Source: an optimization exercise on an open RTL-to-GDS flow (aim: small area, a short achievable clock period and few clock cycles per item). Production flows keep margins and buffers that such runs may drop. The RTL was checked by simulation tests, not by an equivalence proof against the original design.

==> design.v <==
module dz16_rs_dec (
    input             clk,
    input             rst,         
    input             in_valid,
    output            in_ready,
    input      [63:0] in_data,
    output            out_valid,
    input             out_ready,
    output     [63:0] out_data,
    output            out_last,
    output     [1:0]  out_status   
);
    localparam [1:0] ST_CLEAN = 2'd0, ST_CORR = 2'd1, ST_UNCORR = 2'd2, ST_POISON = 2'd3;
    localparam integer NROW = 10;
    localparam [63:0] POISON_S = 64'ha64332616ed78a5a;
    function [7:0] gf_mul(input [7:0] a, input [7:0] b);
        integer i;
        reg [7:0] p, aa;
        begin
            p  = 8'd0;
            aa = a;
            for (i = 0; i < 8; i = i + 1) begin
                if (b[i]) p = p ^ aa;
                aa = {aa[6:0], 1'b0} ^ (aa[7] ? 8'h1D : 8'h00);
            end
            gf_mul = p;
        end
    endfunction
    function [7:0] gf_sq(input [7:0] a);
        gf_sq = gf_mul(a, a);
    endfunction
    function [7:0] apow(input integer n);
        integer i;
        reg [7:0] p;
        begin
            p = 8'h01;
            for (i = 0; i < (n % 255); i = i + 1)
                p = {p[6:0], 1'b0} ^ (p[7] ? 8'h1D : 8'h00);
            apow = p;
        end
    endfunction
    function [7:0] gf_inv(input [7:0] a);
        begin
            case (a)
            8'h00: gf_inv = 8'h00;
            8'h01: gf_inv = 8'h01;
            8'h02: gf_inv = 8'h8e;
            8'h03: gf_inv = 8'hf4;
            8'h04: gf_inv = 8'h47;
            8'h05: gf_inv = 8'ha7;
            8'h06: gf_inv = 8'h7a;
            8'h07: gf_inv = 8'hba;
            8'h08: gf_inv = 8'had;
            8'h09: gf_inv = 8'h9d;
            8'h0a: gf_inv = 8'hdd;
            8'h0b: gf_inv = 8'h98;
            8'h0c: gf_inv = 8'h3d;
            8'h0d: gf_inv = 8'haa;
            8'h0e: gf_inv = 8'h5d;
            8'h0f: gf_inv = 8'h96;
            8'h10: gf_inv = 8'hd8;
            8'h11: gf_inv = 8'h72;
            8'h12: gf_inv = 8'hc0;
            8'h13: gf_inv = 8'h58;
            8'h14: gf_inv = 8'he0;
            8'h15: gf_inv = 8'h3e;
            8'h16: gf_inv = 8'h4c;
            8'h17: gf_inv = 8'h66;
            8'h18: gf_inv = 8'h90;
            8'h19: gf_inv = 8'hde;
            8'h1a: gf_inv = 8'h55;
            8'h1b: gf_inv = 8'h80;
            8'h1c: gf_inv = 8'ha0;
            8'h1d: gf_inv = 8'h83;
            8'h1e: gf_inv = 8'h4b;
            8'h1f: gf_inv = 8'h2a;
            8'h20: gf_inv = 8'h6c;
            8'h21: gf_inv = 8'hed;
            8'h22: gf_inv = 8'h39;
            8'h23: gf_inv = 8'h51;
            8'h24: gf_inv = 8'h60;
            8'h25: gf_inv = 8'h56;
            8'h26: gf_inv = 8'h2c;
            8'h27: gf_inv = 8'h8a;
            8'h28: gf_inv = 8'h70;
            8'h29: gf_inv = 8'hd0;
            8'h2a: gf_inv = 8'h1f;
            8'h2b: gf_inv = 8'h4a;
            8'h2c: gf_inv = 8'h26;
            8'h2d: gf_inv = 8'h8b;
            8'h2e: gf_inv = 8'h33;
            8'h2f: gf_inv = 8'h6e;
            8'h30: gf_inv = 8'h48;
            8'h31: gf_inv = 8'h89;
            8'h32: gf_inv = 8'h6f;
            8'h33: gf_inv = 8'h2e;
            8'h34: gf_inv = 8'ha4;
            8'h35: gf_inv = 8'hc3;
            8'h36: gf_inv = 8'h40;
            8'h37: gf_inv = 8'h5e;
            8'h38: gf_inv = 8'h50;
            8'h39: gf_inv = 8'h22;
            8'h3a: gf_inv = 8'hcf;
            8'h3b: gf_inv = 8'ha9;
            8'h3c: gf_inv = 8'hab;
            8'h3d: gf_inv = 8'h0c;
            8'h3e: gf_inv = 8'h15;
            8'h3f: gf_inv = 8'he1;
            8'h40: gf_inv = 8'h36;
            8'h41: gf_inv = 8'h5f;
            8'h42: gf_inv = 8'hf8;
            8'h43: gf_inv = 8'hd5;
            8'h44: gf_inv = 8'h92;
            8'h45: gf_inv = 8'h4e;
            8'h46: gf_inv = 8'ha6;
            8'h47: gf_inv = 8'h04;
            8'h48: gf_inv = 8'h30;
            8'h49: gf_inv = 8'h88;
            8'h4a: gf_inv = 8'h2b;
            8'h4b: gf_inv = 8'h1e;
            8'h4c: gf_inv = 8'h16;
            8'h4d: gf_inv = 8'h67;
            8'h4e: gf_inv = 8'h45;
            8'h4f: gf_inv = 8'h93;
            8'h50: gf_inv = 8'h38;
            8'h51: gf_inv = 8'h23;
            8'h52: gf_inv = 8'h68;
            8'h53: gf_inv = 8'h8c;
            8'h54: gf_inv = 8'h81;
            8'h55: gf_inv = 8'h1a;
            8'h56: gf_inv = 8'h25;
            8'h57: gf_inv = 8'h61;
            8'h58: gf_inv = 8'h13;
            8'h59: gf_inv = 8'hc1;
            8'h5a: gf_inv = 8'hcb;
            8'h5b: gf_inv = 8'h63;
            8'h5c: gf_inv = 8'h97;
            8'h5d: gf_inv = 8'h0e;
            8'h5e: gf_inv = 8'h37;
            8'h5f: gf_inv = 8'h41;
            8'h60: gf_inv = 8'h24;
            8'h61: gf_inv = 8'h57;
            8'h62: gf_inv = 8'hca;
            8'h63: gf_inv = 8'h5b;
            8'h64: gf_inv = 8'hb9;
            8'h65: gf_inv = 8'hc4;
            8'h66: gf_inv = 8'h17;
            8'h67: gf_inv = 8'h4d;
            8'h68: gf_inv = 8'h52;
            8'h69: gf_inv = 8'h8d;
            8'h6a: gf_inv = 8'hef;
            8'h6b: gf_inv = 8'hb3;
            8'h6c: gf_inv = 8'h20;
            8'h6d: gf_inv = 8'hec;
            8'h6e: gf_inv = 8'h2f;
            8'h6f: gf_inv = 8'h32;
            8'h70: gf_inv = 8'h28;
            8'h71: gf_inv = 8'hd1;
            8'h72: gf_inv = 8'h11;
            8'h73: gf_inv = 8'hd9;
            8'h74: gf_inv = 8'he9;
            8'h75: gf_inv = 8'hfb;
            8'h76: gf_inv = 8'hda;
            8'h77: gf_inv = 8'h79;
            8'h78: gf_inv = 8'hdb;
            8'h79: gf_inv = 8'h77;
            8'h7a: gf_inv = 8'h06;
            8'h7b: gf_inv = 8'hbb;
            8'h7c: gf_inv = 8'h84;
            8'h7d: gf_inv = 8'hcd;
            8'h7e: gf_inv = 8'hfe;
            8'h7f: gf_inv = 8'hfc;
            8'h80: gf_inv = 8'h1b;
            8'h81: gf_inv = 8'h54;
            8'h82: gf_inv = 8'ha1;
            8'h83: gf_inv = 8'h1d;
            8'h84: gf_inv = 8'h7c;
            8'h85: gf_inv = 8'hcc;
            8'h86: gf_inv = 8'he4;
            8'h87: gf_inv = 8'hb0;
            8'h88: gf_inv = 8'h49;
            8'h89: gf_inv = 8'h31;
            8'h8a: gf_inv = 8'h27;
            8'h8b: gf_inv = 8'h2d;
            8'h8c: gf_inv = 8'h53;
            8'h8d: gf_inv = 8'h69;
            8'h8e: gf_inv = 8'h02;
            8'h8f: gf_inv = 8'hf5;
            8'h90: gf_inv = 8'h18;
            8'h91: gf_inv = 8'hdf;
            8'h92: gf_inv = 8'h44;
            8'h93: gf_inv = 8'h4f;
            8'h94: gf_inv = 8'h9b;
            8'h95: gf_inv = 8'hbc;
            8'h96: gf_inv = 8'h0f;
            8'h97: gf_inv = 8'h5c;
            8'h98: gf_inv = 8'h0b;
            8'h99: gf_inv = 8'hdc;
            8'h9a: gf_inv = 8'hbd;
            8'h9b: gf_inv = 8'h94;
            8'h9c: gf_inv = 8'hac;
            8'h9d: gf_inv = 8'h09;
            8'h9e: gf_inv = 8'hc7;
            8'h9f: gf_inv = 8'ha2;
            8'ha0: gf_inv = 8'h1c;
            8'ha1: gf_inv = 8'h82;
            8'ha2: gf_inv = 8'h9f;
            8'ha3: gf_inv = 8'hc6;
            8'ha4: gf_inv = 8'h34;
            8'ha5: gf_inv = 8'hc2;
            8'ha6: gf_inv = 8'h46;
            8'ha7: gf_inv = 8'h05;
            8'ha8: gf_inv = 8'hce;
            8'ha9: gf_inv = 8'h3b;
            8'haa: gf_inv = 8'h0d;
            8'hab: gf_inv = 8'h3c;
            8'hac: gf_inv = 8'h9c;
            8'had: gf_inv = 8'h08;
            8'hae: gf_inv = 8'hbe;
            8'haf: gf_inv = 8'hb7;
            8'hb0: gf_inv = 8'h87;
            8'hb1: gf_inv = 8'he5;
            8'hb2: gf_inv = 8'hee;
            8'hb3: gf_inv = 8'h6b;
            8'hb4: gf_inv = 8'heb;
            8'hb5: gf_inv = 8'hf2;
            8'hb6: gf_inv = 8'hbf;
            8'hb7: gf_inv = 8'haf;
            8'hb8: gf_inv = 8'hc5;
            8'hb9: gf_inv = 8'h64;
            8'hba: gf_inv = 8'h07;
            8'hbb: gf_inv = 8'h7b;
            8'hbc: gf_inv = 8'h95;
            8'hbd: gf_inv = 8'h9a;
            8'hbe: gf_inv = 8'hae;
            8'hbf: gf_inv = 8'hb6;
            8'hc0: gf_inv = 8'h12;
            8'hc1: gf_inv = 8'h59;
            8'hc2: gf_inv = 8'ha5;
            8'hc3: gf_inv = 8'h35;
            8'hc4: gf_inv = 8'h65;
            8'hc5: gf_inv = 8'hb8;
            8'hc6: gf_inv = 8'ha3;
            8'hc7: gf_inv = 8'h9e;
            8'hc8: gf_inv = 8'hd2;
            8'hc9: gf_inv = 8'hf7;
            8'hca: gf_inv = 8'h62;
            8'hcb: gf_inv = 8'h5a;
            8'hcc: gf_inv = 8'h85;
            8'hcd: gf_inv = 8'h7d;
            8'hce: gf_inv = 8'ha8;
            8'hcf: gf_inv = 8'h3a;
            8'hd0: gf_inv = 8'h29;
            8'hd1: gf_inv = 8'h71;
            8'hd2: gf_inv = 8'hc8;
            8'hd3: gf_inv = 8'hf6;
            8'hd4: gf_inv = 8'hf9;
            8'hd5: gf_inv = 8'h43;
            8'hd6: gf_inv = 8'hd7;
            8'hd7: gf_inv = 8'hd6;
            8'hd8: gf_inv = 8'h10;
            8'hd9: gf_inv = 8'h73;
            8'hda: gf_inv = 8'h76;
            8'hdb: gf_inv = 8'h78;
            8'hdc: gf_inv = 8'h99;
            8'hdd: gf_inv = 8'h0a;
            8'hde: gf_inv = 8'h19;
            8'hdf: gf_inv = 8'h91;
            8'he0: gf_inv = 8'h14;
            8'he1: gf_inv = 8'h3f;
            8'he2: gf_inv = 8'he6;
            8'he3: gf_inv = 8'hf0;
            8'he4: gf_inv = 8'h86;
            8'he5: gf_inv = 8'hb1;
            8'he6: gf_inv = 8'he2;
            8'he7: gf_inv = 8'hf1;
            8'he8: gf_inv = 8'hfa;
            8'he9: gf_inv = 8'h74;
            8'hea: gf_inv = 8'hf3;
            8'heb: gf_inv = 8'hb4;
            8'hec: gf_inv = 8'h6d;
            8'hed: gf_inv = 8'h21;
            8'hee: gf_inv = 8'hb2;
            8'hef: gf_inv = 8'h6a;
            8'hf0: gf_inv = 8'he3;
            8'hf1: gf_inv = 8'he7;
            8'hf2: gf_inv = 8'hb5;
            8'hf3: gf_inv = 8'hea;
            8'hf4: gf_inv = 8'h03;
            8'hf5: gf_inv = 8'h8f;
            8'hf6: gf_inv = 8'hd3;
            8'hf7: gf_inv = 8'hc9;
            8'hf8: gf_inv = 8'h42;
            8'hf9: gf_inv = 8'hd4;
            8'hfa: gf_inv = 8'he8;
            8'hfb: gf_inv = 8'h75;
            8'hfc: gf_inv = 8'h7f;
            8'hfd: gf_inv = 8'hff;
            8'hfe: gf_inv = 8'h7e;
            8'hff: gf_inv = 8'hfd;
            default: gf_inv = 8'h00;
            endcase
        end
    endfunction
    function member(input [7:0] a);
        begin
            case (a)
            8'h01, 8'h02, 8'h03, 8'h04, 8'h05, 8'h06, 8'h08, 8'h0a, 8'h0c, 8'h10, 8'h13, 8'h14, 8'h18, 8'h1d, 8'h20, 8'h23, 8'h25, 8'h26, 8'h27, 8'h28, 8'h2d, 8'h2f, 8'h30, 8'h35, 8'h3a, 8'h40, 8'h46, 8'h4a, 8'h4c, 8'h4e, 8'h50, 8'h5a, 8'h5d, 8'h5e, 8'h5f, 8'h60, 8'h61, 8'h69, 8'h6a, 8'h6f, 8'h74, 8'h75, 8'h77, 8'h80, 8'h87, 8'h8c, 8'h8f, 8'h94, 8'h98, 8'h99, 8'h9c, 8'h9d, 8'h9f, 8'ha0, 8'ha1, 8'hb4, 8'hb5, 8'hb9, 8'hba, 8'hbc, 8'hbe, 8'hc0, 8'hc1, 8'hc2, 8'hc9, 8'hcd, 8'hd2, 8'hd4, 8'hde, 8'he8, 8'hea, 8'hee: member = 1'b1;
            default: member = 1'b0;
            endcase
        end
    endfunction
    function [7:0] qsolve(input [7:0] c);
        begin
            qsolve = 8'h00;
            if (c[0]) qsolve = qsolve ^ 8'hd6;
            if (c[1]) qsolve = qsolve ^ 8'he8;
            if (c[2]) qsolve = qsolve ^ 8'hea;
            if (c[3]) qsolve = qsolve ^ 8'h2c;
            if (c[4]) qsolve = qsolve ^ 8'hee;
            if (c[6]) qsolve = qsolve ^ 8'h24;
            if (c[7]) qsolve = qsolve ^ 8'h50;
        end
    endfunction
    reg  [3:0]   in_beat;
    reg  [63:0]  synd;
    reg  [63:0]  mem [0:NROW-1];
    reg  [3:0]   wr_ptr, rd_ptr;
    reg  [3:0]   count;
    reg          sv;           
    reg          a_valid;      
    reg          cur_valid;    
    reg  [2:0]   out_beat;
    wire pop       = cur_valid & out_ready;
    wire is_check  = (in_beat == 4'd8);
    assign in_ready = is_check ? ~a_valid : ((count != NROW) | pop);
    wire take      = in_valid & in_ready;
    wire push      = take & ~is_check;
    reg [63:0] synd_next;
    integer si, sj;
    always @* begin
        for (si = 0; si < 8; si = si + 1) begin
            synd_next[8*si +: 8] = (in_beat == 4'd0) ? 8'd0
                                 : gf_mul(synd[8*si +: 8], apow(8*si));
            for (sj = 0; sj < 8; sj = sj + 1)
                synd_next[8*si +: 8] = synd_next[8*si +: 8]
                                     ^ gf_mul(in_data[8*sj +: 8], apow(si*(7-sj)));
        end
    end
    wire [7:0] s0 = synd[7:0],   s1 = synd[15:8],  s2 = synd[23:16], s3 = synd[31:24];
    wire [7:0] a_det = gf_mul(s0, s2) ^ gf_sq(s1);
    wire [7:0] a_A   = gf_mul(s0, s3) ^ gf_mul(s1, s2);
    wire [7:0] a_B   = gf_mul(s1, s3) ^ gf_sq(s2);
    wire       a_case2 = (a_det != 8'd0);
    wire [7:0] a_invd  = gf_inv(a_case2 ? a_det : s0);
    wire [7:0] a_invA  = gf_inv(a_A);
    wire [7:0] a_sig1  = gf_mul(a_case2 ? a_A : s1, a_invd);
    wire [7:0] a_sig2  = a_case2 ? gf_mul(a_B, a_invd) : 8'd0;
    wire [7:0] a_rho   = gf_mul(a_det, a_invA);
    reg  [63:0] rs;
    reg  [7:0]  r_sig1, r_sig2, r_rho;
    reg         r_clean, r_poison, r_case2, r_Anz, r_S0nz;
    wire [7:0] b_s0 = rs[7:0],   b_s1 = rs[15:8],  b_s2 = rs[23:16], b_s3 = rs[31:24];
    wire [7:0] b_s4 = rs[39:32], b_s5 = rs[47:40], b_s6 = rs[55:48], b_s7 = rs[63:56];
    wire [7:0] e2 = b_s4 ^ gf_mul(r_sig1, b_s3) ^ gf_mul(r_sig2, b_s2);
    wire [7:0] e3 = b_s5 ^ gf_mul(r_sig1, b_s4) ^ gf_mul(r_sig2, b_s3);
    wire [7:0] e4 = b_s6 ^ gf_mul(r_sig1, b_s5) ^ gf_mul(r_sig2, b_s4);
    wire [7:0] e5 = b_s7 ^ gf_mul(r_sig1, b_s6) ^ gf_mul(r_sig2, b_s5);
    wire       ver_ok = ({e2, e3, e4, e5} == 32'd0);
    wire [7:0] qc   = gf_mul(r_sig2, gf_sq(r_rho));
    wire       qtr  = qc[5];
    wire [7:0] w0   = qsolve(qc);
    wire [7:0] x1   = r_case2 ? gf_mul(r_sig1, w0) : r_sig1;
    wire [7:0] x2   = x1 ^ r_sig1;
    wire [7:0] y1   = r_case2 ? (gf_mul(b_s1, r_rho) ^ gf_mul(b_s0, w0 ^ 8'h01)) : b_s0;
    wire [7:0] y2   = y1 ^ b_s0;
    wire       ok1  = ~r_case2 & r_S0nz & ~r_Anz & ver_ok & member(x1);
    wire       ok2  = r_case2 & r_Anz & ~qtr & ver_ok & member(x1) & member(x2);
    wire [1:0] b_status = r_clean ? ST_CLEAN : r_poison ? ST_POISON
                        : (ok1 | ok2) ? ST_CORR : ST_UNCORR;
    reg  [1:0] c_status;
    reg  [7:0] c_z1, c_z2, c_y1, c_y2;
    wire       load_cur = a_valid & (~cur_valid | (pop & (out_beat == 3'd7)));
    assign out_valid  = cur_valid;
    assign out_last   = (out_beat == 3'd7);
    assign out_status = c_status;
    reg [63:0] odata;
    integer oj;
    always @* begin
        odata = mem[rd_ptr];
        for (oj = 0; oj < 8; oj = oj + 1) begin
            if (c_z1 == (8'h80 >> oj)) odata[8*oj +: 8] = odata[8*oj +: 8] ^ c_y1;
            if (c_z2 == (8'h80 >> oj)) odata[8*oj +: 8] = odata[8*oj +: 8] ^ c_y2;
        end
        if (c_status[1])
            odata = 64'd0;
    end
    assign out_data = odata;
    always @(posedge clk) begin
        if (push)
            mem[wr_ptr] <= in_data;
        if (take)
            synd <= synd_next;
        if (sv) begin
            rs       <= synd;
            r_sig1   <= a_sig1;
            r_sig2   <= a_sig2;
            r_rho    <= a_rho;
            r_clean  <= (synd == 64'd0);
            r_poison <= (synd == POISON_S);
            r_case2  <= a_case2;
            r_Anz    <= (a_A != 8'd0);
            r_S0nz   <= (s0 != 8'd0);
        end
        if (load_cur) begin
            c_status <= b_status;
            c_z1     <= gf_mul(x1, 8'h41);
            c_z2     <= r_case2 ? gf_mul(x2, 8'h41) : 8'd0;
            c_y1     <= y1;
            c_y2     <= r_case2 ? y2 : 8'd0;
        end else if (pop) begin
            c_z1     <= gf_mul(c_z1, 8'h1d);
            c_z2     <= gf_mul(c_z2, 8'h1d);
        end
        if (rst) begin
            in_beat   <= 4'd0;
            wr_ptr    <= 4'd0;
            rd_ptr    <= 4'd0;
            count     <= 4'd0;
            sv        <= 1'b0;
            a_valid   <= 1'b0;
            cur_valid <= 1'b0;
            out_beat  <= 3'd0;
        end else begin
            if (take)
                in_beat <= is_check ? 4'd0 : in_beat + 4'd1;
            if (push)
                wr_ptr <= (wr_ptr == NROW - 1) ? 4'd0 : wr_ptr + 4'd1;
            if (pop)
                rd_ptr <= (rd_ptr == NROW - 1) ? 4'd0 : rd_ptr + 4'd1;
            count <= count + {3'd0, push} - {3'd0, pop};
            sv <= take & is_check;
            if (sv)
                a_valid <= 1'b1;
            else if (load_cur)
                a_valid <= 1'b0;
            if (load_cur)
                cur_valid <= 1'b1;
            else if (pop & (out_beat == 3'd7))
                cur_valid <= 1'b0;
            if (pop)
                out_beat <= out_beat + 3'd1;
        end
    end
endmodule
==> run.sh <==
#!/bin/bash
# synth_recipe.tcl (not shown) runs the flow's synth.tcl, then flattens the netlist and writes it again
# the make line also repeats each setting of config.mk as NAME=value (left out here)
make -C /OpenROAD-flow-scripts/flow DESIGN_CONFIG=/design/flow/config.mk WORK_HOME=/design/flow/orfs CLKGATE_MAP_FILE= SYNTH_SCRIPT=/design/flow/synth_recipe.tcl finish
==> config.mk <==
export PLATFORM = sky130hd
export DESIGN_NAME = dz16_rs_dec
export DESIGN_NICKNAME = dz16_rs_dec
export VERILOG_FILES = /design/flow/design.v
export SDC_FILE = /design/flow/constraint.sdc
export NUM_CORES = 4
export LEC_CHECK = 0
export CAP_MARGIN = 20
export CORE_MARGIN = 2
export CORE_UTILIZATION = 40
export SLEW_MARGIN = 20
==> constraint.sdc <==
create_clock -name core_clock -period 10.0 [get_ports {clk}]
set_input_delay 2.0000 -clock core_clock [delete_from_list [all_inputs] [get_ports {clk}]]
set_output_delay 2.0000 -clock core_clock [all_outputs]
set_load 0.01 [all_outputs]
==> run summary <==
==> cell usage in the layout, fill, tap and decap left out, types with 102 or more instances in the layout <==
cell type        synthesis  layout
buf_4                   10     258
a211oi_1               123     123
nor2b_1                102     102
clkdlybuf4s50_1          0     135
nor2_1                 512     506
mux2i_1                136     135
o21ai_0                232     228
nand2_1               1294    1294
edfxtp_1               831     831
xnor2_1               1914    1899
xor2_1                 557     551
mux4_2                 133     133
a21oi_1                287     285
==> path summary, 6_finish.rpt <==
| path | to | startpoint | cells past startpoint |
|---|---|---|---|
| worst max-delay path | r_sig1[0] | synd[11] | 27 |
| worst min-delay path | out_beat[2] | out_beat[2] | 2 |
| worst max register to register | r_sig1[0] | synd[11] | 27 |
| worst min register to register | out_beat[2] | out_beat[2] | 2 |
==> final cells by class <==
| cell class | count | area share, % |
|---|---|---|
| clock buffer | 107 | 2.91 |
| sequential | 857 | 31.4 |
| tap | 2464 | 3.80 |
| inverter | 98 | 0.453 |
| timing repair buffer | 400 | 4.21 |
| multi-input combinational | 6262 | 56.4 |
| antenna | 1 | 0.00308 |
| clock inverter | 63 | 0.799 |
==> flip-flops by register name (all words and copies together), names as in the netlist, 8 cells and up, named ones only <==
register,flops
c_z1,8
c_z2,8
c_y1,8
synd,64
c_y2,8
r_sig2,8
rs,64
r_rho,8
mem,640
r_sig1,8
==> metal layers <==
layer / up-vias / GRT usage, % / wire [microns]
met4: 10 / 12.1 / 13700
li1: 26384 / - / -
met5: - / 0 / 60
met3: 642 / 4.55 / 22900
met2: 3150 / 43.8 / 121000
met1: 29173 / 37.7 / 110000
==> cells by family (layout without fill, tap and decap cells) <==
logic type / Yosys count / count (layout)
AOI/OAI and AO/OA: 1060 / 1060
xor gates and xnor gates: 2540 / 2540
adders and majority gates: 66 / 66
buffers and inverters: 719 / 668
DFF: 857 / 857
muxes: 300 / 300
other: 0 / 1
and+or+nand+nor: 2296 / 2296
==> metrics by stage <==
| stage | util (%) | hold slack (ns) | instance area [sq um] |
|---|---|---|---|
| 5_1_grt | 44.3 | 0.494 | 81100 |
| 2_1_floorplan | - | 0.421 | 73700 |
| 3_3_place_gp | 42.6 | 0.446 | 78000 |
| 6_report | 44.3 | 0.470 | 81100 |
| 4_1_cts | 44.3 | 0.465 | 81100 |
| 3_5_place_dp | 42.6 | 0.456 | 78100 |
==> worst reg2reg max path, delay by kind of cell (launching register included) <==
family | cells | cell delay [ns]
AO/OA/AOI/OAI | 5 | 1.19
XOR/XNOR | 9 | 2.67
buffers and inverters | 5 | 1.64
flip-flops | 1 | 0.49
AND/OR/NAND/NOR | 7 | 1.50
adder cells (fa/ha/maj) | 1 | 0.77
==> run summary <==
reg2reg setup slack=1.51 ns; Post-Synth XOR/XNOR Area=31.4%; cell with the most instances after synthesis=xnor2_1; IO buf count=136; Num CTS Buffers=92; fmax=0.118 GHz; Resize count post-CTS=0; sequential cell area=0.0255 sq mm; multiplexer share of the synthesized area=6.42%; first-pass GRT wire length=390 mm; area delta synth->final=10.1%; Synth top area share=33.9%; crit-path max FO=20; crit path buf inv count=5; Overflow after GRT=0; Placeable Area=0.183 sq mm; CP delay by family, top=XOR/XNOR gates; Hold Path Class=reg2reg; routed via count=59.4k; Yosys cell types=112; Worst setup EP type=flop; Mapped Area=0.0737 sq mm; clk_skew=0.0705 ns; Top cell by count, worst path=xnor2_1; WP data required=10.44 ns; Horiz. Die Dim=433 microns; Syn Inst Count=7838; Avg Inst Size Synth=9.40 sq um; Synth top cells by count=xnor2_1, nand2_1, edfxtp_1, xor2_1, nor2_1; CP max stage cell=ha_1; H-Tree Depth=3; register bit total from synthesis=857; hold buffers post-CTS=0; kind of critical path=reg2reg; Tmin final=8.49 ns; register area share after synthesis=34.6%; chip height=433 microns; DP HPWL=186 mm; Post-Place Worst Slack=1.67 ns; Final Non-Filler Cells=10.3k; CTS tree=built; post-synthesis simple-gate area fraction=13.3%; GR Util All Layers=27.8%; Synthesis Warnings=1; endpoints failing setup=0; syn_nets=7972; Post-synth top flop=edfxtp_1; Reg clk slew, reported paths=0.06 ns; drt pass-1 iters=6; Post-route DRC=0; setup TNS=0 ns; Synth area leaders=edfxtp_1, xnor2_1, xor2_1; critical path data arrival time=8.93 ns; RSZ-0062 raised after global routing=no; Starting Density=40.3%; final WL=268 mm; Adder-Cell Fraction of Synth Area=1.13%; GPL Wtd Cong=1.02; worst skew pair latency=0.78 ns; via/cell ratio=5.79; Num Clock Sinks=857; CTS Buffer Depth=3; layout cells sized above 1=8.76%; status=complete, no violations; antenna violations before repair=6; crit-path max cell delay=0.77 ns; post-placement cell count=10.1k; IO Count=137; Die Area=0.188 sq mm; area of the multi-input gates=0.0458 sq mm; type of origin of the critical path=flop; Yosys top cell by area=edfxtp_1; largest net degree at the start of global routing=76; Slew @ Worst Pin=1.18 ns; vias in the first global route=56.8k; largest family of logic cells by synthesized area=XOR/XNOR gates; final worst setup slack=1.51 ns; ys async rst share=0%; ANT nets after route=0; nets=7845; Slew HR=20.9%; fin crit share=84.9%; fill count=17.6k; initial DRC count=7571; # Max-Cap Violations=0; # rows=157; final hold vios=0; Compound-Gate Fraction of Synth Area=9.35%; EDFF count, synth=831; routed length per instance=26.1 microns; total setup buffers inserted after CTS=0; root buffer cell=clkbuf_16; final slew viol count=0
Testbench counts, summed over its fixed seeds: cycles 17,360, items 1,920.

-- separate check: timing with driven ports --
No port has a modelled driver above. Below, the same layout with a new extraction and two added sets of constraints.
Step 1 sets driving cells, clkbuf_16 on the clock port and buf_2 on the other inputs (assumed; they add their load-dependent delay and slew).
Step 2, shift: input delay + t, output delay - t, t = (earliest + latest rising clock arrival at the registers) / 2. This alone moves slack from input paths to output paths.
Three values: ideal, step 1, step 2; two values: the first two.
shift t [ns]: 0.815
setup slack, ns: 1.510 / 1.510 / 1.510
hold WS [ns]: 0.470 / 0.470 / 0.470
cell pins on the clock port's net: 1
After both steps this run still meets setup and hold. For this run, drivers alone change the setup slack by 0.000 ns; drivers and shift together by 0.000 ns.
